This design comes from an exercise in tuning for small area, a short achievable clock period and few clock cycles on the open sky130 flow, not from production work.
In this exercise RTL edits were held to simulation tests only and were not proved equivalent to the original.

===== flow/config.mk =====
export PLATFORM = sky130hd
export DESIGN_NAME = cvu
export DESIGN_NICKNAME = cvu
export VERILOG_FILES = /design/flow/design.v
export SDC_FILE = /design/flow/constraint.sdc
export NUM_CORES = 4
export LEC_CHECK = 0
export CAP_MARGIN = 20
export CORE_MARGIN = 2
export CORE_UTILIZATION = 40
export SLEW_MARGIN = 20

===== flow/constraint.sdc =====
create_clock -name core_clock -period 44.0 [get_ports {clk}]
set_input_delay 8.8000 -clock core_clock [delete_from_list [all_inputs] [get_ports {clk}]]
set_output_delay 8.8000 -clock core_clock [all_outputs]
set_load 0.01 [all_outputs]

===== flow/design.v =====
module cvu (
    input  wire        clk,
    input  wire        rst,             
    input  wire        ctrl_bind,
    input  wire        ctrl_release,
    input  wire        ctrl_snap,
    input  wire [1:0]  cfg_mode,
    input  wire [5:0]  cfg_width_m1,
    input  wire        cfg_refin,
    input  wire        cfg_refout,
    input  wire [63:0] cfg_poly,
    input  wire [63:0] cfg_init,
    input  wire [63:0] cfg_xorout,
    input  wire        clr_res_valid,
    input  wire        clr_res_ovr,
    input  wire        in_valid,
    output wire        in_ready,
    input  wire [63:0] in_data,
    input  wire [2:0]  in_nbytes_m1,    
    input  wire        in_end,          
    input  wire        in_close,        
    input  wire        in_abort,        
    output reg         bound,
    output reg         pending,
    output reg         res_valid,
    output reg         res_ovr,
    output reg         res_invalid,
    output reg  [1:0]  status,
    output reg  [63:0] result,
    output reg  [63:0] res_bytes,
    output reg  [31:0] res_units
);
    localparam [1:0] ST_OK        = 2'd0;
    localparam [1:0] ST_BUSY      = 2'd1;
    localparam [1:0] ST_BAD_PARAM = 2'd2;
    reg  [63:0] poly_al;      
    reg  [63:0] init_al;      
    reg  [63:0] xorout_q;
    reg  [5:0]  wm1_q;
    reg         refin_q;
    reg         refout_q;
    reg  [63:0] crc_al;       
    reg  [63:0] cnt_bytes;    
    reg  [31:0] cnt_units;    
    reg         inv_q;        
    reg         snap_def;     
    reg         in_unit;      
    assign in_ready = 1'b1;
    reg  [5:0]  b_wm1;
    reg  [63:0] b_poly, b_init, b_xorout;
    reg         b_refin, b_refout;
    always @(*) begin
        case (cfg_mode)
            2'd0: begin
                b_wm1 = 6'd31; b_poly = 64'h0000_0000_04C1_1DB7;
                b_init = 64'h0000_0000_FFFF_FFFF; b_xorout = 64'h0000_0000_FFFF_FFFF;
                b_refin = 1'b1; b_refout = 1'b1;
            end
            2'd1: begin
                b_wm1 = 6'd31; b_poly = 64'h0000_0000_1EDC_6F41;
                b_init = 64'h0000_0000_FFFF_FFFF; b_xorout = 64'h0000_0000_FFFF_FFFF;
                b_refin = 1'b1; b_refout = 1'b1;
            end
            2'd2: begin
                b_wm1 = 6'd63; b_poly = 64'h42F0_E1EB_A9EA_3693;
                b_init = 64'h0; b_xorout = 64'h0;
                b_refin = 1'b0; b_refout = 1'b0;
            end
            default: begin
                b_wm1 = cfg_width_m1; b_poly = cfg_poly;
                b_init = cfg_init; b_xorout = cfg_xorout;
                b_refin = cfg_refin; b_refout = cfg_refout;
            end
        endcase
    end
    wire [63:0] legal_mask = {64{1'b1}} >> (6'd63 - cfg_width_m1);
    wire        bad_param  = (cfg_mode == 2'd3) &&
                             ((cfg_width_m1 < 6'd7) ||
                              |(cfg_poly   & ~legal_mask) ||
                              |(cfg_init   & ~legal_mask) ||
                              |(cfg_xorout & ~legal_mask));
    wire [5:0]  b_shift    = 6'd63 - b_wm1;    
    function [7:0] rev8(input [7:0] x);
        integer k;
        begin
            for (k = 0; k < 8; k = k + 1) rev8[k] = x[7 - k];
        end
    endfunction
    function [63:0] rev64(input [63:0] x);
        integer k;
        begin
            for (k = 0; k < 64; k = k + 1) rev64[k] = x[63 - k];
        end
    endfunction
    function [63:0] crc_byte(input [63:0] c, input [7:0] b, input [63:0] p);
        integer i;
        reg [63:0] t;
        reg        top;
        begin
            t = c;
            for (i = 7; i >= 0; i = i - 1) begin
                top = t[63] ^ b[i];
                t   = {t[62:0], 1'b0} ^ (top ? p : 64'd0);
            end
            crc_byte = t;
        end
    endfunction
    reg [63:0] crc_beat;
    reg [7:0]  byte_k;
    integer    k;
    always @(*) begin
        crc_beat = crc_al;
        for (k = 0; k < 8; k = k + 1) begin
            byte_k = in_data[8*k +: 8];
            if (refin_q) byte_k = rev8(byte_k);
            if (k <= in_nbytes_m1)
                crc_beat = crc_byte(crc_beat, byte_k, poly_al);
        end
    end
    function [63:0] close_value(input [63:0] c);
        begin
            if (refout_q) close_value = rev64(c) ^ xorout_q;
            else          close_value = (c >> (6'd63 - wm1_q)) ^ xorout_q;
        end
    endfunction
    wire        beat    = in_valid & in_ready;
    wire        starts  = bound & pending & ~in_unit;       
    wire        feed    = beat & bound & (~pending | ~in_unit);
    wire        unit_end = feed & in_end;
    reg  [63:0] s1_crc, s1_bytes;
    reg  [31:0] s1_units;
    reg         s1_pending, s1_in_unit, s1_snap_def, s1_inv;
    reg         close_now;
    reg  [63:0] close_crc, close_bytes;
    reg  [31:0] close_units;
    reg         close_inv;
    always @(*) begin
        s1_crc      = crc_al;
        s1_bytes    = cnt_bytes;
        s1_units    = cnt_units;
        s1_pending  = pending;
        s1_snap_def = snap_def;
        s1_inv      = inv_q;
        s1_in_unit  = beat ? ~in_end : in_unit;
        close_now   = 1'b0;
        close_crc   = crc_al;
        close_bytes = cnt_bytes;
        close_units = cnt_units;
        close_inv   = inv_q;
        if (feed) begin
            if (starts) s1_pending = 1'b0;
            s1_crc   = crc_beat;
            s1_bytes = cnt_bytes + {61'd0, in_nbytes_m1} + 64'd1;
            if (in_end) s1_units = cnt_units + 32'd1;
            if (unit_end && (in_close || snap_def)) close_now = 1'b1;
        end
        if (close_now) begin
            close_crc   = s1_crc;
            close_bytes = s1_bytes;
            close_units = s1_units;
            close_inv   = s1_inv;
            s1_crc      = init_al;
            s1_bytes    = 64'd0;
            s1_units    = 32'd0;
            s1_inv      = 1'b0;
            s1_snap_def = 1'b0;
        end
        if (in_abort) begin
            s1_in_unit = 1'b0;
            if (bound) begin
                s1_crc = init_al;
                s1_inv = 1'b1;
                if (s1_snap_def) begin
                    close_now   = 1'b1;
                    close_crc   = s1_crc;
                    close_bytes = s1_bytes;
                    close_units = s1_units;
                    close_inv   = s1_inv;
                    s1_bytes    = 64'd0;
                    s1_units    = 32'd0;
                    s1_inv      = 1'b0;
                    s1_snap_def = 1'b0;
                end
            end
        end
        if (ctrl_snap && bound && !close_now) begin
            if (!s1_pending && s1_in_unit) begin
                s1_snap_def = 1'b1;
            end else begin
                close_now   = 1'b1;
                close_crc   = s1_crc;
                close_bytes = s1_bytes;
                close_units = s1_units;
                close_inv   = s1_inv;
                s1_crc      = init_al;
                s1_bytes    = 64'd0;
                s1_units    = 32'd0;
                s1_inv      = 1'b0;
            end
        end
    end
    always @(posedge clk) begin
        if (rst) begin
            bound       <= 1'b0;
            pending     <= 1'b0;
            res_valid   <= 1'b0;
            res_ovr     <= 1'b0;
            res_invalid <= 1'b0;
            status      <= ST_OK;
            result      <= 64'd0;
            res_bytes   <= 64'd0;
            res_units   <= 32'd0;
            cnt_bytes   <= 64'd0;
            cnt_units   <= 32'd0;
            inv_q       <= 1'b0;
            snap_def    <= 1'b0;
            in_unit     <= 1'b0;
        end else begin
            crc_al    <= s1_crc;
            cnt_bytes <= s1_bytes;
            cnt_units <= s1_units;
            pending   <= s1_pending;
            snap_def  <= s1_snap_def;
            inv_q     <= s1_inv;
            in_unit   <= s1_in_unit;
            if (clr_res_valid) res_valid <= 1'b0;
            if (clr_res_ovr)   res_ovr   <= 1'b0;
            if (close_now) begin
                result      <= close_value(close_crc);
                res_bytes   <= close_bytes;
                res_units   <= close_units;
                res_invalid <= close_inv;
                res_valid   <= 1'b1;
                if (res_valid && !clr_res_valid) res_ovr <= 1'b1;
            end
            if (ctrl_bind) begin
                if (bound) begin
                    status <= ST_BUSY;
                end else if (bad_param) begin
                    status <= ST_BAD_PARAM;
                end else begin
                    status    <= ST_OK;
                    bound     <= 1'b1;
                    pending   <= 1'b1;
                    wm1_q     <= b_wm1;
                    refin_q   <= b_refin;
                    refout_q  <= b_refout;
                    xorout_q  <= b_xorout;
                    poly_al   <= b_poly << b_shift;
                    init_al   <= b_init << b_shift;
                    crc_al    <= b_init << b_shift;
                    cnt_bytes <= 64'd0;
                    cnt_units <= 32'd0;
                    inv_q     <= 1'b0;
                    snap_def  <= 1'b0;
                end
            end else if (ctrl_release) begin
                if (bound) begin
                    status   <= ST_OK;
                    bound    <= 1'b0;
                    pending  <= 1'b0;
                    snap_def <= 1'b0;
                    inv_q    <= 1'b0;
                end else begin
                    status <= ST_BAD_PARAM;
                end
            end
        end
    end
endmodule

===== flow/run.sh =====
#!/bin/bash
# synth_recipe.tcl (not shown) runs the flow's synth.tcl, then flattens the netlist and writes it again
# the make line also repeats each setting of config.mk as NAME=value (left out here)
make -C /OpenROAD-flow-scripts/flow DESIGN_CONFIG=/design/flow/config.mk WORK_HOME=/design/flow/orfs CLKGATE_MAP_FILE= SYNTH_SCRIPT=/design/flow/synth_recipe.tcl finish

==> summary.txt <==
-- critical path, delay by kind of cell --
family	cells	cell delay [ps]
mux	11	3610
simple gates	40	12110
xor+xnor	16	5900
compound gates	31	11210
buf+inv	4	1250
-- registers in the layout, summed over array words and instances (netlist names), 2 cells and up --
| name | flops |
|---|---|
| cnt_units | 32 |
| poly_al | 64 |
| wm1_q | 6 |
| res_bytes | 64 |
| xorout_q | 64 |
| res_units | 32 |
| result | 64 |
| cnt_bytes | 64 |
| crc_al | 64 |
| status | 2 |
| init_al | 64 |
-- kinds of logic after synthesis --
family / Yosys count / share of synthesized area [%]
adder cells (fa/ha/maj): 11 / 0.128
AND/OR/NAND/NOR: 6585 / 24.7
other: 1 / 0.00343
XOR/XNOR: 4083 / 33.8
multiplexers: 576 / 5.95
buffers and inverters: 1572 / 5.91
flip-flops: 530 / 12.1
AO/OA/AOI/OAI: 2863 / 17.3
-- per-layer routing --
layer / global-route usage [%] / vias to the layer above / share of wire, %
li1: - / 53000 / -
met1: 50.4 / 55200 / 39
met2: 57.5 / 7797 / 42
met3: 7.28 / 1699 / 11
met4: 23.6 / 10 / 7.5
met5: 0.225 / - / 0.026
-- per-stage QoR --
stage	utilization (%)	worst slack, ps
floorplan	-	6790
global placement	43.1	883
detailed placement	43.1	635
CTS	43.8	1250
global route	43.9	-11.2
finish	44.0	1650
-- repair_timing --
item,CTS,global route
setup buffers,0,7
setup endpoints to repair,0,64
gates resized for setup,0,26
-- worst max path at each step --
stage	slack, ps	endpoint	cells past startpoint
4_1_cts	1250	result[5]	102
5_1_grt	-10	result[5]	104
3_3_place_gp	880	result[5]	102
3_5_place_dp	630	result[5]	101
2_1_floorplan	6790	result[7]	111
6_report	1650	result[5]	102
-- layout make-up --
type                       count  area (µm²)
multi-input combinational  14100       90400
timing repair buffer         986        8690
tap                         3570        4470
clock inverter                35         367
antenna                       17        42.5
fill                       27900      152000
inverter                      69         265
clock buffer                  78        1710
sequential                   530       13300
-- placed cells by master (no fill, tap or decap), types with 34 or more instances in the layout --
cell             instances
nor2b_1                 44
a21boi_0                54
edfxtp_1               264
nor4_1                  40
a22oi_1                 53
and3_1                  88
o21ai_1                 74
o21a_1                  41
o22ai_1                 82
a221oi_1                97
a221o_1                 36
clkbuf_16               64
nand3_1                220
a21oi_1                735
or3_1                   54
mux4_2                  44
nor3_1                 154
inv_1                   50
o21ai_0                593
nand2b_1                50
xor2_1                 538
nand4_1                 65
a31oi_1                 96
nor2_1                1176
and2_1                 105
buf_4                  526
dfxtp_1                266
mux2i_1                396
nand2_1               4378
xnor2_1               3428
mux2_2                 115
a211oi_1               243
o31ai_1                 38
nor3b_1                 48
a21o_1                  85
xnor3_1                 55
a32oi_1                 39
o221ai_1                34
o211ai_1               144
clkdlybuf4s50_1        441
==> metrics.yaml <==
drive_gt1_share_pct: 6.68
min_to: "result[63]"
cp.arrival_ps: 42950
wl_per_cell_um: 28.7
fin_tns_setup_ps: 0
avgSynthCellArea_um2: 6.73
place_congestion: 1.06
final_nets: 16100
dieArea_mm2: 0.277
setup_viol: 0
dr.pass1.iters: 9
design_area_mm2: 0.119
skew_ps: 44.8
cts_hold_buf: 0
grt_pass1_wl_um: 795000
fmaxAchievable_ghz: 0.0236
synth_most_common_cell: "nand2_1"
hold_violations: 0
synth-seq-cells: 530
die_y_um: 527
final_cells: 19400
syn-num-nets: 16500
seq_area_frac_synth_pct: 12.1
syn_area_mm2: 0.109
status: "complete, no violations"
crit_required_ps: 44600
clockRootBuffer: "clkbuf_16"
synth_top_area_cell: "xnor2_1"
slew_headroom_pct: 17.0
async_reset_ff_share_pct: 0
synth_cells: 16200
worstPathMaxFanout: 30
via_per_inst: 6.07
rr_worst_depth: 103
placed_cells: 19300
rr_endpoint: "result[5]"
area_growth_pct: 9.13
ys_types: 137
r2r_slack_ps: 8980
first_global_vias: 106000
via_count: 118000
hold-worst-slack_ps: 452
die_w_um: 527
yosysWarnings: 1
grt-ovfl-total: 0
dpl-instance-area_mm2: 0.117
reg2reg_from: "poly_al[63]"
synth_common_cells: "nand2_1 (4389), xnor2_1 (3450), nor2_1 (1209)"
port_buffers: 446
antenna_left: 0
crit_path_frequent_cell: "or3_1"
period_share_pct: 96.2
crit_type: "input pin to register"
grt_max_degree: 113
synthFlopType: "dfxtp_1"
coreArea_mm2: 0.271
grt_usage_pct: 38.3
initial_core_util_pct: 40.3
drc: 0
clock_path_buffers: 3
holdCritStartpoint: "result[63]"
cts-buffers-inserted: 60
critPathLaunch: "in_data[6]"
finalWirelength_um: 557000
cts_tree: "done"
worst_pin_slew_ps: 1240
synth_edf_count: 264
synth_top_area_share_pct: 27.7
h-tree-depth: 2
rows: 191
min_path_type: "register to register"
drv_slew: 0
insertion_delay_ps: 710
synth_area_leaders: "xnor2_1 (28%), nand2_1 (15%), edfxtp_1 (7.3%), dfxtp_1 (4.9%), xor2_1 (4.4%)"
antenna_found_initial: 20
crit_slowest_cell: "or4_1"
top_level_ports: 448
initialDrtViolationCount: 17000
endpoint_kind: "register"
period_minus_slack_ps: 42350
cts_sinks: 530
hpwl_um: 405000
path_clk_slew_ps: 60
hold-path-cell-count: 2
setup.worst_path.start_class: "input pin"
max_stage_delay_ps: 840
drv_cap: 0
Testbench counts, summed over its fixed seeds: cycles 70,270.

-- what the ideal ports hide --
Ports are ideal in the flow. The routed layout listed here was re-timed in OpenROAD. Step 1, drivers: a clkbuf_16 drives clk and a buf_2 each remaining input, both assumed. Step 2 adds t to the input delays and takes it off the output delays; t is the mean of the earliest and latest rising clock arrival at the registers after step 1. Input paths then give back, and output paths get back, about the clock's delay inside the block. Slacks: ideal ports / drivers / drivers and shift; pairs: ideal ports / drivers.
shift t [ns]: 0.755
setup slack, ns: 1.655 / 1.703 / 0.948
worst hold slack (ns): 0.452 / 0.452 / 0.452
worst data-port slew with drivers (ns): 0.11
After both steps this run still meets setup and hold. For this run, drivers alone change the setup slack by +0.048 ns; drivers and shift together by -0.707 ns.
